From an optimization exercise on the open Yosys and OpenROAD flow, aimed at small area, a short achievable clock period and few clock cycles; shortcuts taken in it are not production practice. RTL that was checked went through simulation tests only; none was proved equivalent to the original. Only the layout flow was run in runs 1 to 5; the RTL was not checked for function there.

<file path="flow/run.sh">
#!/bin/bash
# synth_recipe.tcl (not shown) runs the flow's synth.tcl, then flattens the netlist and writes it again
# the make line also repeats each setting of config.mk as NAME=value (left out here)
make -C /OpenROAD-flow-scripts/flow DESIGN_CONFIG=/design/flow/config.mk WORK_HOME=/design/flow/orfs CLKGATE_MAP_FILE= SYNTH_SCRIPT=/design/flow/synth_recipe.tcl finish
</file>
<file path="flow/config.mk">
export PLATFORM = sky130hd
export DESIGN_NAME = vbc_block_decoder
export DESIGN_NICKNAME = vbc_block_decoder
export VERILOG_FILES = /design/flow/design.v
export SDC_FILE = /design/flow/constraint.sdc
export NUM_CORES = 4
export LEC_CHECK = 0
export ABC_AREA = 1
export CAP_MARGIN = 20
export CORE_MARGIN = 2
export CORE_UTILIZATION = 40
export SETUP_SLACK_MARGIN = 4.0
export SLEW_MARGIN = 20
</file>
<file path="flow/constraint.sdc">
create_clock -name core_clock -period 10.0 [get_ports {clk}]
set_input_delay 2.0000 -clock core_clock [delete_from_list [all_inputs] [get_ports {clk}]]
set_output_delay 2.0000 -clock core_clock [all_outputs]
set_load 0.01 [all_outputs]
</file>
<file path="flow/design.v">
module vbc_block_decoder (
    input  wire        clk,
    input  wire        rst,           
    input  wire        in_valid,
    output wire        in_ready,
    input  wire [31:0] in_data,       
    input  wire [4:0]  in_w,          
    output reg         out_valid,
    output wire [15:0] out_sample,    
    output reg         out_last       
);
    reg [31:0] slot0, slot1;
    reg        wp;            
    reg [1:0]  cnt;           
    reg [5:0]  ptr;
    reg [4:0]  w_in;          
    assign in_ready = !cnt[1];
    wire accept = in_valid && !cnt[1];
    reg        hdr;           
    reg        raw;
    reg [1:0]  pred;
    reg [4:0]  w;
    reg [17:0] ab;            
    reg        ua;
    reg [7:0]  idx;           
    reg [3:0]  idle;          
    reg [16:0] u2;            
    reg        v2;
    reg [15:0] hist [0:15];
    assign out_sample = hist[0];
    reg  [15:0] wmask;        
    integer wi;
    always @(*)
        for (wi = 0; wi < 16; wi = wi + 1)
            wmask[wi] = w > wi;
    wire [17:0] ub = ua ? {2'b0, u2[15:0]} : 18'd0;
    wire [17:0] cg [0:5];     
    wire [17:0] cp [0:5];
    assign cg[0] = ab & ub;
    assign cp[0] = ab ^ ub;
    genvar gl, gi;
    generate
        for (gl = 0; gl < 5; gl = gl + 1) begin : pfx
            for (gi = 0; gi < 18; gi = gi + 1) begin : bit_
                if (gi >= (1 << gl)) begin : comb
                    assign cg[gl+1][gi] = cg[gl][gi] | (cp[gl][gi] & cg[gl][gi - (1 << gl)]);
                    assign cp[gl+1][gi] = cp[gl][gi] & cp[gl][gi - (1 << gl)];
                end else begin : pass
                    assign cg[gl+1][gi] = cg[gl][gi];
                    assign cp[gl+1][gi] = cp[gl][gi];
                end
            end
        end
    endgenerate
    wire [17:0] carry = {cg[5][16:0], 1'b0};      
    wire [17:0] a     = cp[0] ^ carry;
    wire [17:0] hi    = ab | ub;
    reg  [15:0] kt;
    integer j;
    always @(*) begin
        kt[0] = 1'b1;
        for (j = 1; j < 16; j = j + 1)
            kt[j] = wmask[j] && (((hi >> (j + 2)) != 18'd0) || carry[j + 2]);
    end
    reg  [3:0] k;
    always @(*) begin
        k = 4'd0;
        for (j = 1; j < 16; j = j + 1)
            if (kt[j]) k = j;
    end
    wire [15:0] kmask = {1'b0, kt[15:1]};
    wire [31:0] wd0 = ptr[5] ? slot1 : slot0;
    wire [62:0] sh0 = ptr[5] ? {slot0[30:0], slot1} : {slot1[30:0], slot0};
    wire [46:0] sh1 = ptr[4] ? sh0[62:16] : sh0[46:0];
    wire [38:0] sh2 = ptr[3] ? sh1[46:8]  : sh1[38:0];
    wire [34:0] sh3 = ptr[2] ? sh2[38:4]  : sh2[34:0];
    wire [32:0] sh4 = ptr[1] ? sh3[34:2]  : sh3[32:0];
    wire [31:0] S   = ptr[0] ? sh4[32:1]  : sh4[31:0];
    reg  [4:0]  q;
    integer m;
    always @(*) begin
        q = 5'd16;
        for (m = 15; m >= 0; m = m - 1)
            if (!S[m]) q = m;
    end
    wire esc = q[4];
    wire [23:0] r1  = q[3] ? {1'b0, S[31:9]} : S[24:1];
    wire [19:0] r2  = q[2] ? r1[23:4]  : r1[19:0];
    wire [17:0] r3  = q[1] ? r2[19:2]  : r2[17:0];
    wire [15:0] rem = q[0] ? r3[16:1]  : r3[15:0];
    wire [4:0]  qk1 = k[0] ? {q[3:0], 1'b0} : {1'b0, q[3:0]};
    wire [6:0]  qk2 = k[1] ? {qk1, 2'b0}    : {2'b0, qk1};
    wire [10:0] qk3 = k[2] ? {qk2, 4'b0}    : {4'b0, qk2};
    wire [15:0] qk  = k[3] ? {qk3[7:0], 8'b0} : {5'b0, qk3};
    reg  [16:0] u;
    always @(*) begin
        if (raw)      u = {S[15:0] & wmask, 1'b0};
        else if (esc) u = {1'b0, S[31:16] & wmask};
        else          u = {1'b0, qk | (rem & kmask)};
    end
    wire [5:0]  pos_raw = {1'b0, ptr[4:0]} + {1'b0, w};
    wire [5:0]  pos_esc = pos_raw + 6'd16;
    wire [5:0]  x_cod   = {1'b0, ptr[4:0]} + {2'b0, q[3:0]} + 6'd1;
    wire [5:0]  pos_cod = x_cod + {2'b0, k};
    wire [5:0]  end_pos = raw ? pos_raw : esc ? pos_esc : pos_cod;
    reg         strad_c, end5_c;
    integer n;
    always @(*) begin
        strad_c = x_cod >= 6'd33;
        end5_c  = x_cod >= 6'd32;
        for (n = 17; n < 32; n = n + 1)
            if (x_cod == n) begin
                end5_c = kt[32 - n];
                if (n >= 18) strad_c = kt[33 - n];
            end
        if (x_cod == 6'd32) strad_c = kt[1];
    end
    wire        strad   = raw ? pos_raw > 6'd32 : esc ? pos_esc > 6'd32 : strad_c;
    wire        end5    = raw ? pos_raw[5]      : esc ? pos_esc[5]      : end5_c;
    wire        go      = !hdr && cnt != 2'd0 && (cnt[1] || !strad) && (idx == 8'd0 || idle == 4'd0);
    wire        last    = (idx == 8'd255);
    wire        hgo     = hdr && cnt != 2'd0;
    wire [1:0]  npop    = hgo ? 2'd1 : !go ? 2'd0 : last ? {strad, !strad} : {1'b0, end5};
    wire [1:0]  cnt_a   = cnt + {1'b0, accept};
    wire [1:0]  cnt_a1  = cnt_a - 2'd1;
    wire [1:0]  cnt_n   = npop[1] ? 2'd0 : npop[0] ? cnt_a1 : cnt_a;
    wire        upd     = go && !raw;
    wire [17:0] a_dec   = a - {2'b0, a[17:2]};
    wire [17:0] ab_n    = upd ? a_dec : a;
    always @(posedge clk) begin
        if (rst) begin
            cnt <= 2'd0;
            wp  <= 1'b0;
            ptr <= 6'd0;
            hdr <= 1'b1;
            idx <= 8'd0;
            v2  <= 1'b0;
            out_valid <= 1'b0;
        end else begin
            cnt <= cnt_n;
            wp  <= wp ^ accept;
            if (hgo || (go && last))
                ptr <= {ptr[5] ^ npop[0], 5'd0};
            else if (go)
                ptr <= {ptr[5] ^ end_pos[5], end_pos[4:0]};
            if (hdr) begin
                if (cnt != 2'd0) begin
                    hdr  <= 1'b0;
                    w    <= w_in;
                    pred <= wd0[1:0];
                    raw  <= wd0[6];
                end
            end else if (go) begin
                idx <= idx + 8'd1;
                if (last) hdr <= 1'b1;
            end
            v2 <= go;
            out_valid <= v2;
        end
        if (accept) w_in <= in_w;
        if (accept && !wp) slot0 <= in_data;
        if (accept &&  wp) slot1 <= in_data;
        if (hdr) begin
            ab <= 18'd4 << wd0[5:2];
            ua <= 1'b0;
        end else begin
            ab <= ab_n;
            ua <= upd;
        end
        idle     <= go ? 4'd0 : idle + 4'd1;
        u2       <= u;
        out_last <= (idx == 8'd0);
    end
    wire        first = (idx == 8'd1);
    wire        x0    = (idx[3:0] == 4'd1);
    wire        y0    = (idx[7:4] == 4'd0 && idx[3:0] != 4'd0) || (idx == 8'd16);
    wire        coded = !first && !raw;
    wire        use0  = coded && (pred == 2'd1 ? !x0 : pred == 2'd2 &&  y0);
    wire        use15 = coded && (pred == 2'd1 ?  x0 : pred == 2'd2 && !y0);
    wire [15:0] p     = (hist[0] & {16{use0}}) | (hist[15] & {16{use15}});
    wire [15:0] r = u2[16:1] ^ {16{u2[0]}};
    wire [15:0] s = (p + r) & wmask;
    integer h;
    always @(posedge clk) begin
        hist[0] <= v2 ? s : hist[15];
        for (h = 1; h < 16; h = h + 1) hist[h] <= hist[h-1];
    end
endmodule
</file>
==> results.ini, run 1 <==
[global_route]
grt_first_pass_wirelength_mm=85.43
grt_util_met2_pct=35.96
use_met1_pct=31.20
antenna_found_initial=0
grt.busiest_layer=met2
gr-total-overflow=0
grtUsageTotal_pct=22.82
grt_max_degree=62
grt_use_met3_pct=3.340
grt_pass1_vias=15200

[clocking]
cts.sinks=394
clock_latency_ps=600
cts_buffer_depth=3
htreeDepth=2
ctsRootBufferMaster=clkbuf_16
path_clk_slew_ps=70
cts_tree=yes
numCtsBuffers=40

[timing]
hold_viol=0
finalMaxSlewViolations=0
period_share_pct=57.34
hold-worst-slack_ps=302.3
fin_setup_tns_ps=0
setup_viol=0
fmax_mhz=174.4
min_period_ps=5734
worstMarginPinSlew_ps=1008
grt_setup_unrepaired=yes
max_slew_margin_pct=32.12
finalClockSkew_ps=39.93

[die]
die_area_sq_um=48490
initial_utilization_pct=40.34
ioPinCount=59
die_w_microns=220.2
fp.coreArea_sq_um=46360
die_h_microns=220.2
rows=79

[synthesis]
ys_dominant_reg_cell=dfxtp_1
ys_seq_area_share_pct=46.30
syn_inst=2388
synth_nets=2518
yosysMostFrequentCell=nand2_1
synth.largest_area_cell=dfxtp_1
ys_top_cells_by_area=dfxtp_1 (34%), nand2_1 (13%), edfxtp_1 (12%)
synth_cell_type_count=49
synth_area_sq_um=18700
synth_edf_count=77
synthArstFlopShare_pct=0
synth_top_area_share_pct=33.94
synthTopCellsByCount=nand2_1 (651), dfxtp_1 (317), nand3_1 (293)
avgSynthCellArea_sq_um=7.830
synth_seq_cells=394
yosys_warnings=2

[worst_setup_path]
critPathArrivalTime_ps=6240
r2r_slack_ps=4270
start_kind=flop
timing.rr.start=ptr[5]
crit_type=reg2reg
endpoint_kind=flop
rr_worst_depth=37
cp_slowest_cell=dfxtp_4
max_stage_delay_ps=410
cp_common_cell=nand2_1
worstReg2RegEnd=ab[1]
cp_max_fo=27
cp.required_ps=10500

[routing]
routed_via_density=5.282
drtIter0Drc=1514
drt_pass1_iterations=6
detail-route-antenna-nets=0
wl_per_cell_microns=18.40
routed_wl_mm=57.28
drc=0
num_vias=16440

[cells_and_area]
num-nets-final=2605
fillers=4489
drive_gt1_share_pct=11.93
insertedDiodeCount=0
syn_to_final_growth_pct=19.70

[place]
io_buffer_count=58
dp_hpwl_mm=41.59
place.gp.congestion=0.9472

[run]
maxCapViolCount=0

[min_path]
min_to=hist[2][5]
hp-start=hist[1][5]
hold_path_class=reg2reg
min_delay_path_depth=0

[run_status]
run_status=finished clean

-- critical path, delay by kind of cell (launching register included) --
kind	cells	cell delay, ps
buffers and inverters	6	860
AOI/OAI and AO/OA	6	1020
and+or+nand+nor	23	2810
xor gates and xnor gates	1	180
adders and majority gates	1	300
DFF	1	410
-- state kept, by name, summed over array words and instances, names as in the netlist --
register,cells
ptr,6
idle,4
out_valid,1
v2,1
pred,2
ab,18
w,5
out_last,1
cnt,2
slot1,32
raw,1
ua,1
wp,1
hdr,1
w_in,5
u2,17
hist,256
idx,8
slot0,32
-- stage by stage --
stage          setup slack, ps  util, %  std cells  cell area [sq um]
6_report                  4266    48.28       3113              22380
5_1_grt                   3857    48.28       3113              22380
4_1_cts                   4024    45.70       3065              21180
3_5_place_dp              3365    42.56       2985              19730
3_3_place_gp              3475    42.56       2985              19730
2_1_floorplan             4932        -       2388              18700
-- metal layers --
metal | vias to the layer above | part of all wire [%]
li1 | 8080 | -
met1 | 7653 | 45
met2 | 579 | 44
met3 | 132 | 6.0
met4 | 0 | 4.6
met5 | - | 0
-- repair_timing --
item / 4_1_cts / 5_1_grt
setup endpoints to repair: 41 / 41
gates cloned: 2 / 9
resized for setup: 20 / 178
hold buffers: 0 / 0
setup buffers: 5 / 39
pin swaps: 0 / 53
-- logic make-up after synthesis --
kind of cell	count (synthesis)	synth area share, %
AOI/OAI and AO/OA	363	10.95
xor gates and xnor gates	57	2.670
adders and majority gates	90	6.263
buffers and inverters	323	7.186
DFF	394	46.30
muxes	2	0.1071
and+or+nand+nor	1159	26.52
-- how the worst max path moves through the flow --
stage	startpoint	end	slack (ps)	cells past startpoint
floorplan	ptr[5]	ab[11]	4930	50
global placement	ptr[5]	ptr[5]	3480	47
detailed placement	ptr[5]	idx[6]	3360	47
CTS	ptr[3]	ab[12]	4020	32
global route	ptr[5]	ab[6]	3860	48
finish	ptr[5]	ab[1]	4270	37
-- layout make-up --
cell class              count  area (sq um)  area share (%)
clock buffers              50          1100           4.914
clock inverters            23         230.2           1.029
inverters                 237         967.2           4.321
multi-input cells        1673          9349           41.77
flip-flops and latches    394          8667           38.72
well taps                 607         759.5           3.393
repair buffers            125          1270           5.674
repair inverters            4         40.04          0.1789
-- placed cells by master, fill, tap and decap left out, drive strengths merged, types with 5 or more instances in the layout --
cell,synthesis,routed
a21oi,107,107
xor2,45,45
clkinvlp,0,9
nand3,295,295
nor3,21,21
dfxtp,317,317
o211ai,16,16
clkbuf,35,54
buf,51,63
nand4,13,13
o21bai,8,8
edfxtp,77,77
a31oi,26,26
inv,235,237
xnor2,12,12
clkdlybuf4s50,0,58
clkinv,2,15
o21a,11,11
o22ai,26,26
nand2,664,665
or2,11,11
nand3b,5,5
nor2,142,143
ha,84,84
a32o,7,7
o21ai,149,149
fa,6,6
==> run 2, diff against run 1 <==
--- a/flow/design.v
+++ b/flow/design.v
@@ -144,3 +144,3 @@
             else if (go)
-                ptr <= {ptr[5] ^ end_pos[5], end_pos[4:0]};
+                ptr <= {ptr[5] ^ end5, end_pos[4:0]};
             if (hdr) begin
==> run 2 against run 1 <==
Against the previous run:
- global-route usage fell by 1.4 points
- hold slack gained 19 ps
- cell count hardly changed
- area after synthesis rose by 0.57%
- critical path depth down 1
- design area is 2.4% lower
- critical endpoint is now ab[0]
- still clean
==> results.ini, run 2 <==
[run_status]
run_status=finished clean

[worst_setup_path]
cp.required_ps=10490  ; about the same
cp_common_cell=nand2_1
worstReg2RegEnd=ab[0]
r2r_slack_ps=4460  ; +190 ps
cp_max_fo=24  ; -11%
cp_slowest_cell=dfxtp_4
timing.rr.start=ptr[5]
endpoint_kind=flop
rr_worst_depth=36  ; -2.7%
max_stage_delay_ps=360  ; -50 ps
start_kind=flop
critPathArrivalTime_ps=6040  ; -200 ps
crit_type=reg2reg

[synthesis]
synth_seq_cells=394  ; unchanged
synthArstFlopShare_pct=0  ; unchanged
syn_inst=2407  ; +0.80%
yosysMostFrequentCell=nand2_1
synth_edf_count=77  ; unchanged
synth.largest_area_cell=dfxtp_1
ys_top_cells_by_area=dfxtp_1 (34%), nand2_1 (13%), edfxtp_1 (12%)
synth_cell_type_count=57  ; +16%
synthTopCellsByCount=nand2_1 (671), dfxtp_1 (317), nand3_1 (303)
synth_nets=2537  ; +0.75%
avgSynthCellArea_sq_um=7.813  ; -0.23%
ys_dominant_reg_cell=dfxtp_1
synth_area_sq_um=18810  ; +0.57%
yosys_warnings=2  ; unchanged
synth_top_area_share_pct=33.75  ; -0.19 points
ys_seq_area_share_pct=46.04  ; -0.26 points

[cells_and_area]
syn_to_final_growth_pct=16.21
top_register=hist
largest_reg_flops=256  ; unchanged
stdcell_count=3112  ; -0.032%
final_cell_mix=nand2_1 (664), dfxtp_1 (315), nand3_1 (295)
num-nets-final=2606  ; +0.038%
post-route-util_pct=47.04  ; -1.2 points
layout_commonest_cell=nand2_1
insertedDiodeCount=0  ; unchanged
top_regs=hist x256, slot0 x32, slot1 x32
drive_gt1_share_pct=7.904  ; -4.0 points

[routing]
routed_via_density=5.236  ; -0.88%
num_vias=16290  ; -0.91%
detail-route-antenna-nets=0  ; unchanged
drc=0  ; unchanged
wl_per_cell_microns=17.55  ; -4.6%
drtIter0Drc=1475  ; -2.6%
drt_pass1_iterations=5  ; -1
routed_wl_mm=54.61  ; -4.7%

[clocking]
clock_latency_ps=600  ; about the same
ctsHoldBuffers=0  ; unchanged
ctsRootBufferMaster=clkbuf_16
cts.sinks=394  ; unchanged
path_clk_slew_ps=60  ; about the same
numCtsBuffers=40  ; unchanged
htreeDepth=2  ; unchanged
cts_buffer_depth=3  ; unchanged
cts_tree=yes

[global_route]
gr-total-overflow=0  ; unchanged
grt_first_pass_wirelength_mm=83.90  ; -1.8%
grt_max_degree=60  ; -3.2%
antenna_found_initial=1  ; +1
grt_pass1_vias=15330  ; +0.81%
grtUsageTotal_pct=21.43  ; -1.4 points

[place]
io_buffer_count=58  ; unchanged
dp.cells=3002  ; +0.57%
dp_hpwl_mm=39.87  ; -4.2%
place.gp.congestion=0.9628  ; +1.6%
dpl_worst_slack_ps=2913  ; -451.7 ps

[timing]
max_slew_margin_pct=28.61  ; -3.5 points
grt_setup_unrepaired=no
setup_viol=0  ; unchanged
hold_viol=0  ; unchanged
fmax_mhz=180.5  ; +3.5%
worstMarginPinSlew_ps=1067  ; +59.46 ps
min_period_ps=5541  ; -193.2 ps
setup_ws_ps=4459  ; +193.2 ps
period_share_pct=55.41  ; -1.9 points
finalMaxSlewViolations=0  ; unchanged
finalClockSkew_ps=37.59  ; -2.339 ps
fin_setup_tns_ps=0  ; unchanged

[die]
die_h_microns=220.8  ; +0.28%
fp.coreArea_sq_um=46460  ; +0.21%
initial_utilization_pct=40.48  ; +0.14 points
die_area_sq_um=48760  ; +0.56%
ioPinCount=59  ; unchanged
die_w_microns=220.8  ; +0.28%
rows=79  ; unchanged

[min_path]
min_to=hist[3][5]
min_delay_path_depth=0  ; unchanged
hp-start=hist[2][5]
hold_path_class=reg2reg

[run]
maxCapViolCount=0  ; unchanged

-- run 2: cell types whose count changed after synthesis, moves of 4 or more --
cell	before	now
a21oi_1	106	93
a31oi_1	26	21
clkbuf_1	35	29
inv_1	220	234
nand2_1	651	671
nand3_1	293	303
nand4_1	13	18
nor2_1	134	139
o211ai_1	16	6
o21ai_0	112	100
o21ai_1	37	33
or2_2	8	4
xnor2_1	12	19
-- run 2: through the flow --
stage | hold WS (ps) | cell area, sq um
after floorplan | 309.6 | 18810
after detailed placement | 312.1 | 19780
after global placement | 310.0 | 19780
after global routing | 323.0 | 21850
final | 321.7 | 21850
after CTS | 320.6 | 21330
-- run 2: critical path, delay by kind of cell, from the launching register on --
| family | cells | cell delay [ps] |
|---|---|---|
| AO/OA/AOI/OAI | 6 | 970 |
| XOR/XNOR | 1 | 170 |
| adder cells (fa/ha/maj) | 1 | 300 |
| buffers and inverters | 6 | 890 |
| flip-flops | 1 | 360 |
| AND/OR/NAND/NOR | 22 | 2730 |
-- run 2: what timing repair did --
action                                  in CTS  in global routing
gates cloned                                 5                  9
setup buffers                                6                 18
gates resized for setup                     24                 63
endpoints found under the setup margin      41                 42
pin swaps                                    0                  7
-- run 2: worst max path at each step --
stage               startpoint  endpoint  slack, ps  cells after the start
finish                  ptr[5]     ab[0]       4460                     36
global route            ptr[5]    idx[5]       3960                     37
CTS                     ptr[3]    cnt[1]       4000                     41
detailed placement      ptr[5]    ab[10]       2910                     36
global placement        ptr[2]    ab[16]       2970                     42
floorplan               ptr[4]    ab[11]       4980                     47
-- run 2: cell families (layout without fill, tap and decap cells) --
group / Yosys count / count (layout) / share of synthesized area, %
simple gates: 1192 / 1194 / 27.01
flops: 394 / 394 / 46.04
mux: 4 / 4 / 0.2129
buf+inv: 339 / 434 / 7.678
xor+xnor: 63 / 63 / 2.934
fa+ha+maj: 90 / 90 / 6.228
compound gates: 325 / 326 / 9.894
-- run 2: cell type report --
cell class / count / area, sq um
clock buffers: 59 / 1164
clock inverters: 12 / 193.9
fillers: 4607 / 24600
inverters: 253 / 1020
multi-input cells: 1677 / 8930
flip-flops and latches: 394 / 8666
well taps: 607 / 759.5
repair buffers: 103 / 1062
repair inverters: 7 / 60.06
-- run 2: routing by layer --
layer	part of all wire, %	wire length (microns)	track usage [%]	vias to the layer above
met5	0	0	0	-
met2	46	25250	35.40	542
met1	45	24400	28.83	7601
met3	5.9	3201	3.200	103
li1	-	-	-	8048
met4	3.2	1760	6.906	0
==> run 3, diff against run 2 <==
--- a/flow/config.mk
+++ b/flow/config.mk
@@ -11,2 +11,4 @@
 export CORE_UTILIZATION = 40
+export CTS_CLUSTER_DIAMETER = 80
+export CTS_CLUSTER_SIZE = 36
 export SETUP_SLACK_MARGIN = 4.0
==> run 3 against run 2 <==
Against the previous run:
- worst setup slack worse by 13 ps
- design area decreased by 1.7%
- hold slack worse by 31 ps
- die area unchanged
- sequential share of layout area up 0.67 points
- via count shrank 1.5%
==> results.ini, run 3 <==
[synthesis]
synth_cell_type_count=57  ; unchanged
synth_top_area_share_pct=33.75  ; unchanged
ys_top_cells_by_area=dfxtp_1 (34%), nand2_1 (13%), edfxtp_1 (12%)
synth_adder_area_share_pct=6.228  ; unchanged
synth_top_family_by_area=simple AND/OR/NAND/NOR gates
yosysMostFrequentCell=nand2_1
synth_edf_count=77  ; unchanged
ys_dominant_reg_cell=dfxtp_1
synth_seq_cells=394  ; unchanged
synthArstFlopShare_pct=0  ; unchanged
ys_seq_area_share_pct=46.04  ; unchanged
yosys_warnings=2  ; unchanged
synth.largest_area_cell=dfxtp_1
synth_compound_area_share_pct=9.894  ; unchanged
avgSynthCellArea_sq_um=7.813  ; unchanged
syn_inst=2407  ; unchanged
synthSimpleGateAreaFrac_pct=27.01  ; unchanged
synth_area_sq_um=18810  ; unchanged
synth_nets=2537  ; unchanged
synth.area.mux_share_pct=0.2129  ; unchanged
synthTopCellsByCount=nand2_1 (671), dfxtp_1 (317), nand3_1 (303)
synth_xor_area_share_pct=2.934  ; unchanged

[worst_setup_path]
r2r_slack_ps=4450  ; about the same
critPathArrivalTime_ps=6020  ; -20 ps
max_stage_delay_ps=370  ; about the same
endpoint_kind=flop
worstReg2RegEnd=ab[2]
cp_slowest_cell=dfxtp_4
cp_max_fo=16  ; -33%
cp_common_cell=nand2_1
cp.required_ps=10470  ; -20 ps
cp_top_family=simple AND/OR/NAND/NOR gates
worst-path-buf-inv=6  ; unchanged
timing.rr.start=ptr[5]
start_kind=flop
rr_worst_depth=40  ; +11%
crit_type=reg2reg

[timing]
fmax_mhz=180.0  ; -0.24%
setup_ws_ps=4446  ; -13.26 ps
fin_setup_tns_ps=0  ; unchanged
setup_viol=0  ; unchanged
min_period_ps=5554  ; +13.26 ps
max_slew_margin_pct=25.78  ; -2.8 points
grt_setup_unrepaired=no
period_share_pct=55.54  ; +0.13 points
finalClockSkew_ps=35.29  ; -2.299 ps
finalMaxSlewViolations=0  ; unchanged
worstMarginPinSlew_ps=1109  ; +42.29 ps
hold_viol=0  ; unchanged

[cells_and_area]
largest_reg_flops=256  ; unchanged
insertedDiodeCount=0  ; unchanged
layout_commonest_cell=nand2_1
fin_area_sq_um=21480  ; -1.7%
final_cell_mix=nand2_1 (662), dfxtp_1 (315), nand3_1 (280)
num-nets-final=2584  ; -0.84%
top_register=hist
fillers=4605  ; -0.043%
syn_to_final_growth_pct=14.24
drive_gt1_share_pct=7.699  ; -0.21 points
top_regs=hist x256, slot0 x32, slot1 x32

[min_path]
hold_path_class=reg2reg
min_to=hist[4][15]
hp-start=hist[3][15]
min_delay_path_depth=0  ; unchanged

[place]
dpl_worst_slack_ps=2913  ; unchanged
io_buffer_count=58  ; unchanged
dp_hpwl_mm=39.87  ; unchanged
place_area_sq_um=19780  ; unchanged
place.gp.congestion=0.9628  ; unchanged

[die]
fp.coreArea_sq_um=46460  ; unchanged
ioPinCount=59  ; unchanged
die_area_sq_um=48760  ; unchanged
die_w_microns=220.8  ; unchanged
rows=79  ; unchanged
initial_utilization_pct=40.48  ; unchanged
die_h_microns=220.8  ; unchanged

[routing]
drt_pass1_iterations=5  ; unchanged
num_vias=16050  ; -1.5%
routed_wl_mm=53.30  ; -2.4%
detail-route-antenna-nets=0  ; unchanged
wl_per_cell_microns=17.33  ; -1.2%
drtIter0Drc=1422  ; -3.6%
drc=0  ; unchanged
routed_via_density=5.218  ; -0.34%

[clocking]
htreeDepth=1  ; -1
path_clk_slew_ps=110  ; +50 ps
clock_latency_ps=590  ; about the same
cts_buffer_depth=3  ; unchanged
cts_tree=yes
cts.sinks=394  ; unchanged
numCtsBuffers=22  ; -45%
ctsRootBufferMaster=clkbuf_16

[global_route]
grt_max_degree=60  ; unchanged
antenna_found_initial=1  ; unchanged
grtUsageTotal_pct=20.95  ; -0.48 points
gr-total-overflow=0  ; unchanged
grt_first_pass_wirelength_mm=82.75  ; -1.4%
grt_pass1_vias=14980  ; -2.3%

[run]
maxCapViolCount=0  ; unchanged

[run_status]
run_status=finished clean

-- run 3: cell types whose count changed in the layout (fill, tap and decap cells not counted), sizes merged --
cell	previous run	this run
clkinv	9	13
clkbuf	63	27
buf	41	40
bufinv	2	1
clkinvlp	7	4
-- run 3: layout make-up --
cell class	count	area (sq um)	area share [%]
Timing Repair inverter	3	28.78	0.1340
Clock buffer	22	550.5	2.563
Multi-Input combinational cell	1677	9031	42.04
Sequential cell	394	8663	40.33
Clock inverter	16	376.6	1.753
Inverter	253	1013	4.718
Timing Repair Buffer	103	1060	4.933
Tap cell	607	759.5	3.535
-- run 3: metrics by stage --
step / std cells / hold WS [ps] / utilization [%]
2_1_floorplan: 2407 / 309.6 / -
3_3_place_gp: 3002 / 310.0 / 42.58
3_5_place_dp: 3002 / 312.1 / 42.58
4_1_cts: 3049 / 291.9 / 44.88
5_1_grt: 3075 / 296.0 / 46.24
6_report: 3075 / 291.0 / 46.24
-- run 3: cells by family (layout without fill, tap and decap cells) --
| family | Yosys count | in the layout |
|---|---|---|
| AO/OA/AOI/OAI | 325 | 326 |
| XOR/XNOR | 63 | 63 |
| adder cells (fa/ha/maj) | 90 | 90 |
| buffers and inverters | 339 | 397 |
| flip-flops | 394 | 394 |
| multiplexers | 4 | 4 |
| AND/OR/NAND/NOR | 1192 | 1194 |
-- run 3: worst max-delay path by stage --
stage | startpoint | end | slack [ps] | depth (start not counted)
after floorplan | ptr[4] | ab[11] | 4980 | 47
after global placement | ptr[2] | ab[16] | 2970 | 42
after detailed placement | ptr[5] | ab[10] | 2910 | 36
after CTS | ptr[5] | cnt[1] | 4010 | 44
after global routing | ptr[5] | ab[2] | 3910 | 40
final | ptr[5] | ab[2] | 4450 | 40
-- run 3: timing repair --
item	4_1_cts	5_1_grt
gates cloned	4	6
hold buffers	0	0
pin swaps	0	11
setup buffers	5	19
gates resized for setup	19	88
endpoints found under the setup margin	41	41
-- run 3: worst register-to-register path: cells and delay by family (launching register included) --
kind	cells	cell delay (ps)
fa+ha+maj	1	300
simple gates	26	2520
flops	1	370
buf+inv	6	950
compound gates	7	1280
-- run 3: routing by layer --
layer,GRT usage (%),vias to the layer above,part of all wire [%]
met5,0,-,0
met4,5.412,0,3.0
met3,2.496,81,5.1
met2,34.82,475,46
met1,28.94,7504,46
li1,-,7985,-
==> run 4, diff against run 3 <==
--- a/flow/config.mk
+++ b/flow/config.mk
@@ -11,4 +11,4 @@
 export CORE_UTILIZATION = 40
-export CTS_CLUSTER_DIAMETER = 80
-export CTS_CLUSTER_SIZE = 36
+export CTS_BUF_LIST = sky130_fd_sc_hd__clkbuf_4 sky130_fd_sc_hd__clkbuf_8
+export CTS_CLUSTER_SIZE = 30
 export SETUP_SLACK_MARGIN = 4.0
==> run 4 against run 3 <==
Against the previous run:
- still clean
- worst setup slack worse by 46 ps
- sequential share of layout area fell by 0.68 points
- maximum frequency shrank 0.83%
- first-iteration DRC count down 4.0%
- design area grew 1.7%
- synthesized cell count did not move
- register-to-register slack got worse by 50 ps
- cell count rose by 2.4%
==> results.ini, run 4 <==
[die]
die_h_microns=220.8  ; unchanged
initial_utilization_pct=40.48  ; unchanged
die_area_sq_um=48760  ; unchanged
fp.coreArea_sq_um=46460  ; unchanged
rows=79  ; unchanged
ioPinCount=59  ; unchanged
die_w_microns=220.8  ; unchanged

[timing]
min_period_ps=5600  ; +46.28 ps
setup_viol=0  ; unchanged
hold_viol=0  ; unchanged
finalClockSkew_ps=53.74  ; +18.45 ps
fin_setup_tns_ps=0  ; unchanged
period_share_pct=56.00  ; +0.46 points
fmax_mhz=178.6  ; -0.83%
grt_setup_unrepaired=no
worstMarginPinSlew_ps=1154  ; +45.01 ps
max_slew_margin_pct=22.96  ; -2.8 points
finalMaxSlewViolations=0  ; unchanged

[routing]
detail-route-antenna-nets=0  ; unchanged
routed_wl_mm=53.89  ; +1.1%
drt_pass1_iterations=6  ; +1
drtIter0Drc=1365  ; -4.0%
routed_via_density=5.175  ; -0.82%
num_vias=16300  ; +1.6%
drc=0  ; unchanged
wl_per_cell_microns=17.11  ; -1.3%

[clocking]
cts_tree=yes
htreeDepth=2  ; +1
ctsRootBufferMaster=clkbuf_8
cts.sinks=394  ; unchanged
numCtsBuffers=61  ; +180%
clock_latency_ps=690  ; +100 ps
path_clk_slew_ps=60  ; -50 ps
cts_buffer_depth=3  ; unchanged
ctsHoldBuffers=0  ; unchanged

[synthesis]
synth_cell_type_count=57  ; unchanged
yosys_warnings=2  ; unchanged
synth_area_sq_um=18810  ; unchanged
synth_top_area_share_pct=33.75  ; unchanged
ys_seq_area_share_pct=46.04  ; unchanged
synth.largest_area_cell=dfxtp_1
synth_adder_area_share_pct=6.228  ; unchanged
synthTopCellsByCount=nand2_1 (671), dfxtp_1 (317), nand3_1 (303)
yosysMostFrequentCell=nand2_1
synth_edf_count=77  ; unchanged
ys_dominant_reg_cell=dfxtp_1
syn_inst=2407  ; unchanged
synthArstFlopShare_pct=0  ; unchanged
avgSynthCellArea_sq_um=7.813  ; unchanged
synthSimpleGateAreaFrac_pct=27.01  ; unchanged
synth_seq_cells=394  ; unchanged
synth_xor_area_share_pct=2.934  ; unchanged
ys_top_cells_by_area=dfxtp_1 (34%), nand2_1 (13%), edfxtp_1 (12%)
synth_nets=2537  ; unchanged
synth.area.mux_share_pct=0.2129  ; unchanged
synth_compound_area_share_pct=9.894  ; unchanged
synth_top_family_by_area=simple AND/OR/NAND/NOR gates

[worst_setup_path]
start_kind=flop
cp_top_family=simple AND/OR/NAND/NOR gates
worst-path-buf-inv=7  ; +1
cp_slowest_cell=fa_2
cp.depth=36  ; -10%
cp_common_cell=nand2_1
r2r_slack_ps=4400  ; -50 ps
crit_end=ptr[5]
rr_worst_depth=36  ; -10%
endpoint_kind=flop
cp_max_fo=19  ; +3
critPathLaunch=ptr[5]
worstReg2RegEnd=ptr[5]
timing.rr.start=ptr[5]
max_stage_delay_ps=420  ; +50 ps
critPathArrivalTime_ps=6170  ; +150 ps
cp.required_ps=10570  ; +100 ps
crit_type=reg2reg

[global_route]
grt_first_pass_wirelength_mm=84.02  ; +1.5%
antenna_found_initial=1  ; unchanged
grtUsageTotal_pct=21.40  ; +0.45 points
gr-total-overflow=0  ; unchanged
grt_pass1_vias=15510  ; +3.5%
grt_max_degree=60  ; unchanged

[cells_and_area]
layout_commonest_cell=nand2_1
top_register=hist
top_regs=hist x256, slot0 x32, slot1 x32
fillers=4612  ; +0.15%
largest_reg_flops=256  ; unchanged
drive_gt1_share_pct=9.713  ; +2.0 points
insertedDiodeCount=0  ; unchanged
final_cell_mix=nand2_1 (663), dfxtp_1 (315), nand3_1 (292)
syn_to_final_growth_pct=16.20
num-nets-final=2621  ; +1.4%

[min_path]
hold_path_class=reg2reg

[run]
maxCapViolCount=0  ; unchanged

[place]
io_buffer_count=58  ; unchanged
dp_hpwl_mm=39.87  ; unchanged
place.gp.congestion=0.9628  ; unchanged

[run_status]
run_status=finished clean

==> run 4: cells by family after synthesis <==
group,Yosys count
adder cells (fa/ha/maj),90
AO/OA/AOI/OAI,325
AND/OR/NAND/NOR,1192
multiplexers,4
XOR/XNOR,63
flip-flops,394
buffers and inverters,339
==> run 4: stage by stage <==
step | hold slack (ps) | utilization, % | instances | area, sq um | worst slack (ps)
global placement | 310.0 | 42.58 | 3002 | 19780 | 2966
CTS | 304.2 | 45.96 | 3126 | 21350 | 4001
global route | 317.8 | 47.04 | 3150 | 21850 | 3956
detailed placement | 312.1 | 42.58 | 3002 | 19780 | 2913
floorplan | 309.6 | - | 2407 | 18810 | 4976
finish | 315.0 | 47.04 | 3150 | 21850 | 4400
==> run 4: cell type report <==
| type | instances | area [sq um] | share of cell area (%) |
|---|---|---|---|
| Sequential cell | 394 | 8663 | 39.65 |
| Timing Repair Buffer | 101 | 1026 | 4.695 |
| Clock buffer | 91 | 1165 | 5.331 |
| Inverter | 253 | 1016 | 4.649 |
| Multi-Input combinational cell | 1677 | 8942 | 40.92 |
| Timing Repair inverter | 3 | 28.78 | 0.1317 |
| Tap cell | 607 | 759.5 | 3.476 |
| Clock inverter | 24 | 251.5 | 1.151 |
==> run 4: what timing repair did <==
action,CTS,global route
setup endpoints to repair,41,41
gates resized for setup,23,66
pin swaps,0,8
gates cloned,3,6
buffers inserted,6,17
==> run 4: worst reg2reg max path: cells and delay by family, from the launching register on <==
kind | cells | cell delay, ps
compound gates | 9 | 1610
mux | 1 | 260
xor+xnor | 1 | 240
buf+inv | 7 | 980
flops | 1 | 370
fa+ha+maj | 1 | 420
simple gates | 17 | 1650
==> run 4: how the worst min path moves through the flow <==
| stage | endpoint | depth (start not counted) | startpoint | slack, ps |
|---|---|---|---|---|
| finish | hist[13][13] | 0 | hist[12][13] | 320 |
| global route | hist[13][13] | 0 | hist[12][13] | 320 |
| CTS | hist[7][11] | 0 | hist[6][11] | 300 |
| detailed placement | hist[11][11] | 0 | hist[10][11] | 310 |
| global placement | hist[15][15] | 0 | hist[14][15] | 310 |
| floorplan | hist[10][0] | 0 | hist[9][0] | 310 |
==> run 4: per-layer routing <==
layer	part of all wire, %	track usage (%)	vias up
met4	2.9	6.841	0
met1	45	28.62	7618
met3	5.6	3.466	105
met5	0	0	-
met2	46	35.39	487
li1	-	-	8091
==> run 5, diff against run 4 <==
--- a/flow/config.mk
+++ b/flow/config.mk
@@ -11,3 +11,3 @@
 export CORE_UTILIZATION = 40
-export CTS_BUF_LIST = sky130_fd_sc_hd__clkbuf_4 sky130_fd_sc_hd__clkbuf_8
+export CTS_CLUSTER_DIAMETER = 100
 export CTS_CLUSTER_SIZE = 30
==> run 5 against run 4 <==
Against the previous run:
- largest cell class unchanged
- critical path depth increased by 4
- cell count fell by 2.6%
- hold slack improved by 8.5 ps
- clock skew decreased by 24 ps
- die area is the same
==> results.ini, run 5 <==
[synthesis]
synth_area_sq_um=18810  ; unchanged
synth_edf_count=77  ; unchanged
synth_nets=2537  ; unchanged
syn_inst=2407  ; unchanged
synthArstFlopShare_pct=0  ; unchanged
yosys_warnings=2  ; unchanged
avgSynthCellArea_sq_um=7.813  ; unchanged
ys_seq_area_share_pct=46.04  ; unchanged
synth.largest_area_cell=dfxtp_1
synth_cell_type_count=57  ; unchanged
synth_top_area_share_pct=33.75  ; unchanged
yosysMostFrequentCell=nand2_1
ys_dominant_reg_cell=dfxtp_1
ys_top_cells_by_area=dfxtp_1 (34%), nand2_1 (13%), edfxtp_1 (12%)
synth_seq_cells=394  ; unchanged
synthTopCellsByCount=nand2_1 (671), dfxtp_1 (317), nand3_1 (303)

[worst_setup_path]
start_kind=flop
cp_slowest_cell=dfxtp_4
crit_type=reg2reg
max_stage_delay_ps=390  ; -30 ps
r2r_slack_ps=4410  ; +20 ps
cp_max_fo=29  ; +10
cp.required_ps=10450  ; -120 ps
cp_top_family=simple AND/OR/NAND/NOR gates
worst-path-buf-inv=5  ; -2
endpoint_kind=flop
cp_common_cell=nand2_1
critPathArrivalTime_ps=6030  ; -140 ps

[global_route]
grtUsageTotal_pct=20.95  ; -0.45 points
grt_max_degree=60  ; unchanged
antenna_found_initial=1  ; unchanged
grt_pass1_vias=14990  ; -3.3%
grt_first_pass_wirelength_mm=82.52  ; -1.8%
gr-total-overflow=0  ; unchanged

[die]
die_h_microns=220.8  ; unchanged
die_w_microns=220.8  ; unchanged
ioPinCount=59  ; unchanged
initial_utilization_pct=40.48  ; unchanged
fp.coreArea_sq_um=46460  ; unchanged
die_area_sq_um=48760  ; unchanged
rows=79  ; unchanged

[place]
place_area_sq_um=19780  ; unchanged
dpl_worst_slack_ps=2913  ; unchanged
io_buffer_count=58  ; unchanged
place.gp.congestion=0.9628  ; unchanged
dp_hpwl_mm=39.87  ; unchanged

[clocking]
ctsRootBufferMaster=clkbuf_16
cts_tree=yes
cts.sinks=394  ; unchanged
htreeDepth=1  ; -1
numCtsBuffers=18  ; -70%
cts_buffer_depth=3  ; unchanged
ctsHoldBuffers=0  ; unchanged
clock_latency_ps=570  ; -120 ps
path_clk_slew_ps=110  ; +50 ps

[routing]
wl_per_cell_microns=17.49  ; +2.2%
drc=0  ; unchanged
detail-route-antenna-nets=0  ; unchanged
drtIter0Drc=1404  ; +2.9%
drt_pass1_iterations=5  ; -1
num_vias=16160  ; -0.85%
routed_wl_mm=53.66  ; -0.42%
routed_via_density=5.268  ; +1.8%

[cells_and_area]
drive_gt1_share_pct=7.152  ; -2.6 points
top_register=hist
top_regs=hist x256, slot0 x32, slot1 x32
largest_reg_flops=256  ; unchanged
layout_commonest_cell=nand2_1
insertedDiodeCount=0  ; unchanged
syn_to_final_growth_pct=12.42
num-nets-final=2586  ; -1.3%
fin_area_sq_um=21140  ; -3.3%
final_cell_mix=nand2_1 (662), dfxtp_1 (315), nand3_1 (286)

[timing]
max_slew_margin_pct=25.05  ; +2.1 points
grt_setup_unrepaired=no
fmax_mhz=179.1  ; +0.27%
min_period_ps=5585  ; -15.30 ps
worstMarginPinSlew_ps=1123  ; -31.30 ps
finalMaxSlewViolations=0  ; unchanged
hold_viol=0  ; unchanged
finalClockSkew_ps=29.62  ; -24.12 ps
period_share_pct=55.85  ; -0.15 points
fin_setup_tns_ps=0  ; unchanged
setup_viol=0  ; unchanged
setup_ws_ps=4415  ; +15.30 ps
hold-worst-slack_ps=323.5  ; +8.480 ps

[run_status]
run_status=finished clean

[run]
maxCapViolCount=0  ; unchanged

[min_path]
hold_path_class=reg2reg

-- run 5: cell type report --
class	instances	area [sq um]
well taps	607	759.5
fillers	4642	25320
clock inverters	4	77.57
inverters	253	1016
clock buffers	21	483.0
multi-input cells	1677	9009
repair inverters	3	28.78
repair buffers	109	1105
flip-flops and latches	394	8663
-- run 5: path summary, 6_finish.rpt --
check / startpoint / end / cells past startpoint
max reg2reg: ptr[5] / ab[2] / 40
min: hist[12][0] / hist[13][0] / 0
max: ptr[5] / ab[2] / 40
min reg2reg: hist[12][0] / hist[13][0] / 0
-- run 5: what timing repair did --
item	in CTS	in global routing
cloned	4	6
resized for setup	22	80
endpoints found under the setup margin	41	41
setup buffers	6	24
pin swaps	0	15
-- run 5: routing by layer --
metal / vias up / track usage [%] / share of wire (%)
li1: 7979 / - / -
met5: - / 0 / 0
met3: 99 / 2.457 / 5.0
met1: 7606 / 28.74 / 46
met4: 0 / 5.997 / 3.3
met2: 479 / 34.82 / 46
-- run 5: cell families (layout without fill, tap and decap cells) --
logic type / after synthesis / in the layout / share of synthesized area [%]
muxes: 4 / 4 / 0.2129
buffers and inverters: 339 / 390 / 7.678
xor gates and xnor gates: 63 / 63 / 2.934
DFF: 394 / 394 / 46.04
adders and majority gates: 90 / 90 / 6.228
AOI/OAI and AO/OA: 325 / 326 / 9.894
and+or+nand+nor: 1192 / 1194 / 27.01
-- run 5: per-stage QoR --
stage	cells	util, %
6_report	3068	45.51
5_1_grt	3068	45.51
4_1_cts	3037	44.13
3_5_place_dp	3002	42.58
3_3_place_gp	3002	42.58
2_1_floorplan	2407	-
-- run 5: worst register-to-register path, delay by kind of cell, from the launching register on --
kind / cells / cell delay, ps
simple gates: 27 / 2640
compound gates: 7 / 1340
flops: 1 / 390
fa+ha+maj: 1 / 300
buf+inv: 5 / 770
==> run 6, diff against run 5 <==
--- a/flow/design.v
+++ b/flow/design.v
@@ -102,5 +102,6 @@
     wire [5:0]  pos_esc = pos_raw + 6'd16;
+    wire [5:0]  pos_k   = {1'b0, ptr[4:0]} + {2'b0, k} + 6'd1;
+    wire [5:0]  pos_cod = pos_k + {2'b0, q[3:0]};
+    wire [5:0]  end_pos = raw ? pos_raw : esc ? pos_esc : pos_cod;
     wire [5:0]  x_cod   = {1'b0, ptr[4:0]} + {2'b0, q[3:0]} + 6'd1;
-    wire [5:0]  pos_cod = x_cod + {2'b0, k};
-    wire [5:0]  end_pos = raw ? pos_raw : esc ? pos_esc : pos_cod;
     reg         strad_c, end5_c;
@@ -144,3 +145,3 @@
             else if (go)
-                ptr <= {ptr[5] ^ end5, end_pos[4:0]};
+                ptr <= {ptr[5] ^ end_pos[5], end_pos[4:0]};
             if (hdr) begin
@@ -176,6 +177,8 @@
     wire        y0    = (idx[7:4] == 4'd0 && idx[3:0] != 4'd0) || (idx == 8'd16);
-    wire        coded = !first && !raw;
-    wire        use0  = coded && (pred == 2'd1 ? !x0 : pred == 2'd2 &&  y0);
-    wire        use15 = coded && (pred == 2'd1 ?  x0 : pred == 2'd2 && !y0);
-    wire [15:0] p     = (hist[0] & {16{use0}}) | (hist[15] & {16{use15}});
+    reg  [15:0] p;
+    always @(*) begin
+        if (first || pred == 2'd0 || raw) p = 16'd0;
+        else if (pred == 2'd1)            p = x0 ? hist[15] : hist[0];
+        else                              p = y0 ? hist[0] : hist[15];
+    end
     wire [15:0] r = u2[16:1] ^ {16{u2[0]}};
--- a/flow/config.mk
+++ b/flow/config.mk
@@ -11,4 +11,2 @@
 export CORE_UTILIZATION = 40
-export CTS_CLUSTER_DIAMETER = 100
-export CTS_CLUSTER_SIZE = 30
 export SETUP_SLACK_MARGIN = 4.0
==> run 6 against run 5 <==
Against the previous run:
- still clean
- sequential cell count stayed put
- die area is 2.6% higher
- clock skew is 6.5 ps higher
- hold slack worse by 12 ps
- global-route usage is 2.0 points higher
- critical path depth is 9 lower
- synthesized cell count is 3.0% higher
- critical endpoint is now ptr[5]
==> results.ini, run 6 <==
[global_route]
grt_max_degree=63  ; +5.0%
gr-total-overflow=0  ; unchanged
grt_first_pass_wirelength_mm=89.86  ; +8.9%
grtUsageTotal_pct=22.98  ; +2.0 points
grt_pass1_vias=16160  ; +7.8%
antenna_found_initial=0  ; -1

[synthesis]
yosysMostFrequentCell=nand2_1
synth_area_sq_um=19300  ; +2.6%
ys_seq_area_share_pct=44.87  ; -1.2 points
ys_dominant_reg_cell=dfxtp_1
yosys_warnings=2  ; unchanged
ys_top_cells_by_area=dfxtp_1 (33%), nand2_1 (14%), edfxtp_1 (12%)
synth_cell_type_count=64  ; +12%
synthArstFlopShare_pct=0  ; unchanged
synth.largest_area_cell=dfxtp_1
syn_inst=2479  ; +3.0%
avgSynthCellArea_sq_um=7.784  ; -0.37%
synth_edf_count=77  ; unchanged
synthTopCellsByCount=nand2_1 (716), dfxtp_1 (317), nand3_1 (268)
synth_nets=2614  ; +3.0%
synth_seq_cells=394  ; unchanged
synth_top_area_share_pct=32.89  ; -0.86 points

[routing]
drt_pass1_iterations=7  ; +2
num_vias=16920  ; +4.7%
wl_per_cell_microns=18.29  ; +4.6%
routed_wl_mm=58.63  ; +9.3%
drtIter0Drc=1339  ; -4.6%
detail-route-antenna-nets=0  ; unchanged
drc=0  ; unchanged
routed_via_density=5.280  ; +0.21%

[cells_and_area]
final_cell_mix=nand2_1 (696), dfxtp_1 (314), nand3_1 (239)
largest_reg_flops=256  ; unchanged
num-nets-final=2692  ; +4.1%
multiInputGateArea_sq_um=9689  ; +7.6%
insertedDiodeCount=0  ; unchanged
layout_commonest_cell=nand2_1
fillers=4675  ; +0.71%
top_regs=hist x256, slot0 x32, slot1 x32
drive_gt1_share_pct=11.12  ; +4.0 points
seq_area_sq_um=8665  ; about the same
syn_to_final_growth_pct=17.52
top_register=hist

[worst_setup_path]
cp_top_family=compound AO/OA/AOI/OAI gates
critPathArrivalTime_ps=6080  ; +50 ps
cp_max_fo=17  ; -41%
crit_type=reg2reg
endpoint_kind=flop
worst-path-buf-inv=4  ; -1
cp_slowest_cell=fa_1
cp_common_cell=nand2_1
max_stage_delay_ps=490  ; +100 ps
cp.required_ps=10480  ; +30 ps
start_kind=flop

[die]
die_w_microns=223.6  ; +1.3%
die_h_microns=223.6  ; +1.3%
ioPinCount=59  ; unchanged
fp.coreArea_sq_um=47650  ; +2.6%
rows=80  ; +1.3%
initial_utilization_pct=40.50  ; about the same
die_area_sq_um=50010  ; +2.6%

[timing]
finalMaxSlewViolations=0  ; unchanged
min_period_ps=5599  ; +13.52 ps
hold_viol=0  ; unchanged
grt_setup_unrepaired=no
max_slew_margin_pct=32.12  ; +7.1 points
worstMarginPinSlew_ps=1018  ; -104.7 ps
hold-worst-slack_ps=311.3  ; -12.14 ps
setup_viol=0  ; unchanged
fin_setup_tns_ps=0  ; unchanged
finalClockSkew_ps=36.15  ; +6.529 ps
fmax_mhz=178.6  ; -0.24%
period_share_pct=55.99  ; +0.14 points

[clocking]
clock_latency_ps=570  ; about the same
cts_tree=yes
ctsRootBufferMaster=clkbuf_16
cts_buffer_depth=3  ; unchanged
numCtsBuffers=41  ; +23
path_clk_slew_ps=60  ; -50 ps
cts.sinks=394  ; unchanged
htreeDepth=2  ; +1

[place]
dp_hpwl_mm=43.26  ; +8.5%
io_buffer_count=58  ; unchanged
place.gp.congestion=0.9329  ; -3.1%

[min_path]
hold_path_class=reg2reg

[run]
maxCapViolCount=0  ; unchanged

[run_status]
run_status=finished clean

[run 6: cell types whose count changed after synthesis, moves of 13 or more]
cell / previous run / this run
o21ai_0: 100 / 128
o22ai_1: 25 / 12
inv_1: 234 / 210
nand2_1: 671 / 716
nand3_1: 303 / 268
a21oi_1: 93 / 132
[run 6: cells by family after synthesis]
| kind of cell | after synthesis | share of synthesized area (%) |
|---|---|---|
| AO/OA/AOI/OAI | 410 | 12.37 |
| XOR/XNOR | 56 | 2.542 |
| adder cells (fa/ha/maj) | 95 | 6.510 |
| buffers and inverters | 321 | 7.081 |
| flip-flops | 394 | 44.87 |
| multiplexers | 3 | 0.1556 |
| AND/OR/NAND/NOR | 1200 | 26.48 |
[run 6: metrics by stage]
step	utilization (%)	cell area, sq um	std cells	setup slack (ps)
finish	47.59	22680	3205	4401
global route	47.59	22680	3205	3939
CTS	45.91	21880	3163	4004
detailed placement	42.57	20280	3076	2687
global placement	42.57	20280	3076	2864
floorplan	-	19300	2479	4889
[run 6: routing by layer]
layer / vias up / track usage, % / share of wire (%)
met3: 139 / 2.925 / 5.0
met2: 517 / 40.32 / 48
met4: 0 / 8.516 / 4.3
li1: 8356 / - / -
met5: - / 0 / 0
met1: 7909 / 28.87 / 43
[run 6: worst reg2reg max path, delay by kind of cell (launching register included)]
family	cells	cell delay, ps
AOI/OAI and AO/OA	10	1950
adders and majority gates	4	1490
and+or+nand+nor	13	1370
DFF	1	470
buffers and inverters	4	270
[run 6: worst paths after layout]
| kind | start | to | slack [ps] | cells after the start |
|---|---|---|---|---|
| setup reg to reg | u2[0] | ptr[5] | 4400 | 31 |
| hold reg to reg | hist[3][6] | hist[4][6] | 310 | 0 |
| hold / removal | hist[3][6] | hist[4][6] | 310 | 0 |
| setup / recovery | u2[0] | ptr[5] | 4400 | 31 |
[run 6: cell type report]
type                       instances  area share, %
clock buffer                      62          5.402
clock inverter                    14         0.6676
inverter                         227          3.967
multi-input combinational       1768          42.73
sequential                       394          38.21
tap                              615          3.393
timing repair buffer             123          5.496
timing repair inverter             2         0.1379
[run 6: repair_timing]
action,CTS,global route
cloned,2,6
buffers inserted,9,36
gates resized for setup,27,98
pin swaps,2,21
setup endpoints to repair,41,40
hold buffers,0,0
Testbench counts of run 6, summed over its fixed seeds: cycles 98,969.
==> run 7, diff against run 6 <==
--- a/flow/design.v
+++ b/flow/design.v
@@ -102,18 +102,13 @@
     wire [5:0]  pos_esc = pos_raw + 6'd16;
-    wire [5:0]  pos_k   = {1'b0, ptr[4:0]} + {2'b0, k} + 6'd1;
-    wire [5:0]  pos_cod = pos_k + {2'b0, q[3:0]};
+    wire [5:0]  xq      = {1'b0, ptr[4:0]} + {2'b0, q[3:0]};
+    wire [5:0]  pos_cod = xq + {2'b0, k} + 6'd1;
     wire [5:0]  end_pos = raw ? pos_raw : esc ? pos_esc : pos_cod;
-    wire [5:0]  x_cod   = {1'b0, ptr[4:0]} + {2'b0, q[3:0]} + 6'd1;
-    reg         strad_c, end5_c;
+    reg  [47:0] W;
     integer n;
-    always @(*) begin
-        strad_c = x_cod >= 6'd33;
-        end5_c  = x_cod >= 6'd32;
-        for (n = 17; n < 32; n = n + 1)
-            if (x_cod == n) begin
-                end5_c = kt[32 - n];
-                if (n >= 18) strad_c = kt[33 - n];
-            end
-        if (x_cod == 6'd32) strad_c = kt[1];
-    end
+    always @(*)
+        for (n = 0; n < 48; n = n + 1)
+            W[n] = (n >= 32) ? 1'b1 : (n >= 17) ? kt[(32 - n) & 15] : 1'b0;
+    wire [47:0] Wp      = {1'b1, W[47:1]};
+    wire        strad_c = W[xq];
+    wire        end5_c  = Wp[xq];
     wire        strad   = raw ? pos_raw > 6'd32 : esc ? pos_esc > 6'd32 : strad_c;
@@ -145,3 +140,3 @@
             else if (go)
-                ptr <= {ptr[5] ^ end_pos[5], end_pos[4:0]};
+                ptr <= {ptr[5] ^ end5, end_pos[4:0]};
             if (hdr) begin
@@ -177,8 +172,6 @@
     wire        y0    = (idx[7:4] == 4'd0 && idx[3:0] != 4'd0) || (idx == 8'd16);
-    reg  [15:0] p;
-    always @(*) begin
-        if (first || pred == 2'd0 || raw) p = 16'd0;
-        else if (pred == 2'd1)            p = x0 ? hist[15] : hist[0];
-        else                              p = y0 ? hist[0] : hist[15];
-    end
+    wire        coded = !first && !raw;
+    wire        use0  = coded && (pred == 2'd1 ? !x0 : pred == 2'd2 &&  y0);
+    wire        use15 = coded && (pred == 2'd1 ?  x0 : pred == 2'd2 && !y0);
+    wire [15:0] p     = (hist[0] & {16{use0}}) | (hist[15] & {16{use15}});
     wire [15:0] r = u2[16:1] ^ {16{u2[0]}};
--- a/flow/config.mk
+++ b/flow/config.mk
@@ -11,2 +11,4 @@
 export CORE_UTILIZATION = 40
+export CTS_CLUSTER_DIAMETER = 100
+export CTS_CLUSTER_SIZE = 30
 export SETUP_SLACK_MARGIN = 4.0
==> run 7 against run 6 <==
Against the previous run:
- still clean
- critical path depth rose by 12
- area after synthesis fell by 3.8%
- via count decreased by 6.8%
- sequential cell count did not move
- first-iteration DRC count rose by 0.90%
- design area down 9.1%
- sequential share of layout area grew 3.8 points
- die area is 3.7% lower
- highest routed layer is now met5
==> results.ini, run 7 <==
[run_status]
run_status=finished clean

[place]
io_buffer_count=58  ; unchanged
dpl_worst_slack_ps=2831  ; +144.0 ps
dp_hpwl_mm=39.53  ; -8.6%
place.gp.congestion=0.9902  ; +6.1%

[synthesis]
synthSimpleGateAreaFrac_pct=26.28  ; -0.20 points
synth_xor_area_share_pct=2.688  ; +0.15 points
synth_edf_count=77  ; unchanged
ys_dominant_reg_cell=dfxtp_1
yosysMostFrequentCell=nand2_1
yosys_warnings=2  ; unchanged
synth_adder_area_share_pct=6.307  ; -0.20 points
synth.area.mux_share_pct=0.05390  ; -0.10 points
synth_cell_type_count=56  ; -13%
synth.largest_area_cell=dfxtp_1
synth_compound_area_share_pct=10.86  ; -1.5 points
synthTopCellsByCount=nand2_1 (678), dfxtp_1 (317), nand3_1 (295)
avgSynthCellArea_sq_um=7.845  ; +0.79%
syn_inst=2367  ; -4.5%
synth_nets=2497  ; -4.5%
synthArstFlopShare_pct=0  ; unchanged
ys_seq_area_share_pct=46.63  ; +1.8 points
synth_top_family_by_area=simple AND/OR/NAND/NOR gates
synth_seq_cells=394  ; unchanged
synth_top_area_share_pct=34.18  ; +1.3 points
ys_top_cells_by_area=dfxtp_1 (34%), nand2_1 (14%), edfxtp_1 (12%)
synth_area_sq_um=18570  ; -3.8%

[global_route]
grt_max_degree=62  ; -1.6%
grt_pass1_vias=14800  ; -8.4%
grtUsageTotal_pct=21.62  ; -1.4 points
use_met1_pct=28.48  ; -0.39 points
antenna_found_initial=2  ; +2
grt_use_met3_pct=3.589  ; +0.66 points
grt_first_pass_wirelength_mm=81.37  ; -9.4%
grt.busiest_layer=met2
gr-total-overflow=0  ; unchanged
grt_util_met2_pct=35.14  ; -5.2 points

[routing]
routed_wl_mm=53.05  ; -9.5%
drt_pass1_iterations=6  ; -1
drtIter0Drc=1351  ; +0.90%
wl_per_cell_microns=17.66  ; -3.5%
num_vias=15760  ; -6.8%
detail-route-antenna-nets=0  ; unchanged
drc=0  ; unchanged
routed_via_density=5.247  ; -0.61%

[die]
ioPinCount=59  ; unchanged
die_w_microns=219.5  ; -1.9%
fp.coreArea_sq_um=45580  ; -4.3%
die_h_microns=219.5  ; -1.9%
die_area_sq_um=48160  ; -3.7%
rows=78  ; -2.5%
initial_utilization_pct=40.74  ; +0.24 points

[timing]
finalMaxSlewViolations=0  ; unchanged
max_slew_margin_pct=35.25  ; +3.1 points
setup_ws_ps=4388  ; -13.78 ps
min_period_ps=5612  ; +13.78 ps
hold-worst-slack_ps=331.4  ; +20.03 ps
finalClockSkew_ps=29.10  ; -7.050 ps
hold_viol=0  ; unchanged
grt_setup_unrepaired=yes
period_share_pct=56.12  ; +0.14 points
fin_setup_tns_ps=0  ; unchanged
fmax_mhz=178.2  ; -0.25%
worstMarginPinSlew_ps=961.2  ; -57.09 ps
setup_viol=0  ; unchanged

[cells_and_area]
fillers=4507  ; -3.6%
insertedDiodeCount=0  ; unchanged
final_cell_mix=nand2_1 (669), dfxtp_1 (314), nand3_1 (293)
syn_to_final_growth_pct=10.95
drive_gt1_share_pct=5.033  ; -6.1 points
multiInputGateArea_sq_um=8690  ; -10%
largest_reg_flops=256  ; unchanged
layout_commonest_cell=nand2_1
seq_area_sq_um=8665  ; unchanged
top_regs=hist x256, slot0 x32, slot1 x32
top_register=hist
num-nets-final=2527  ; -6.1%

[worst_setup_path]
endpoint_kind=flop
crit_type=reg2reg
cp_max_fo=19  ; +2
cp.required_ps=10470  ; about the same
cp_slowest_cell=fa_2
start_kind=flop
max_stage_delay_ps=580  ; +90 ps
critPathArrivalTime_ps=6090  ; about the same
cp_common_cell=nand2_1

[clocking]
cts_tree=yes
numCtsBuffers=19  ; -54%
ctsHoldBuffers=0  ; unchanged
cts.sinks=394  ; unchanged
htreeDepth=1  ; -1
cts_buffer_depth=3  ; unchanged
ctsRootBufferMaster=clkbuf_16
path_clk_slew_ps=100  ; +40 ps
clock_latency_ps=570  ; about the same

[min_path]
hold_path_class=reg2reg

[run]
maxCapViolCount=0  ; unchanged

[run 7: cell type report]
| type | count | share of cell area [%] |
|---|---|---|
| Multi-Input combinational cell | 1648 | 42.18 |
| Tap cell | 600 | 3.644 |
| Clock inverter | 7 | 0.5466 |
| Inverter | 239 | 4.609 |
| Timing Repair inverter | 2 | 0.07895 |
| Sequential cell | 394 | 42.06 |
| Clock buffer | 21 | 2.344 |
| Timing Repair Buffer | 93 | 4.543 |
[run 7: cell families (layout without fill, tap and decap cells)]
kind of cell	Yosys count	in the layout
simple gates	1160	1161
flops	394	394
compound gates	339	339
buf+inv	326	362
fa+ha+maj	90	90
xor+xnor	57	57
mux	1	1
[run 7: through the flow]
step	utilization [%]	cell area, sq um	cells
finish	45.20	20600	3004
floorplan	-	18570	2367
global route	45.20	20600	3004
CTS	44.45	20260	2984
detailed placement	42.97	19590	2953
global placement	42.97	19590	2953
[run 7: repair_timing]
| action | CTS | global route |
|---|---|---|
| setup endpoints to repair | 41 | 42 |
| cloned | 0 | 5 |
| hold endpoints to repair | 0 | 0 |
| gates resized for setup | 16 | 36 |
| setup buffers | 3 | 15 |
| pin swaps | 0 | 4 |
[run 7: layer usage]
layer | routed length (microns) | vias up
met3 | 2943 | 124
met1 | 23500 | 7281
met2 | 24170 | 484
met5 | 32 | -
met4 | 2413 | 4
li1 | - | 7870
[run 7: worst paths after layout]
kind,startpoint,to,slack (ps),depth (start not counted)
setup reg to reg,ptr[5],cnt[1],4390,43
setup / recovery,ptr[5],cnt[1],4390,43
hold reg to reg,hist[1][6],hist[2][6],330,0
hold / removal,hist[1][6],hist[2][6],330,0
[run 7: critical path: cells and delay by family (launching register included)]
family          cells  cell delay (ps)
simple gates       28             2230
compound gates      7             1250
buf+inv             6              920
fa+ha+maj           2              740
flops               1              370
Testbench counts of run 7, summed over its fixed seeds: cycles 98,969.

-- re-timing with driven ports --
No port has a modelled driver above. Below, the same layouts with a new extraction and two added sets of constraints. Step 1 sets driving cells, clkbuf_16 on the clock port and buf_2 on the other inputs (assumed; they add their load-dependent delay and slew). Step 2 times the ports against the registers' clock, not the clock port: input delays grow and output delays shrink by t, the midpoint of the rising clock arrivals with the driver on. Slacks: no drivers / after step 1 / after step 2; pairs: no drivers / after step 1.
| run | t (ns) | setup WS [ns] | worst setup path after step 2 | latest minus earliest clock arrival (ns) |
|---|---|---|---|---|
| run 1 | 0.629 | 4.266 / 4.266 / 4.266 | register to register | 0.042 / 0.042 |
| run 2 | 0.631 | 4.459 / 4.459 / 4.459 | register to register | 0.044 / 0.044 |
| run 3 | 0.627 | 4.446 / 4.446 / 4.446 | register to register | 0.037 / 0.037 |
| run 4 | 0.720 | 4.400 / 4.400 / 4.400 | register to register | 0.056 / 0.055 |
| run 5 | 0.611 | 4.415 / 4.415 / 4.415 | register to register | 0.036 / 0.036 |
| run 6 | 0.607 | 4.401 / 4.401 / 4.401 | register to register | 0.036 / 0.037 |
| run 7 | 0.605 | 4.388 / 4.388 / 4.388 | register to register | 0.029 / 0.029 |
After both steps setup and hold are still met in every run listed.
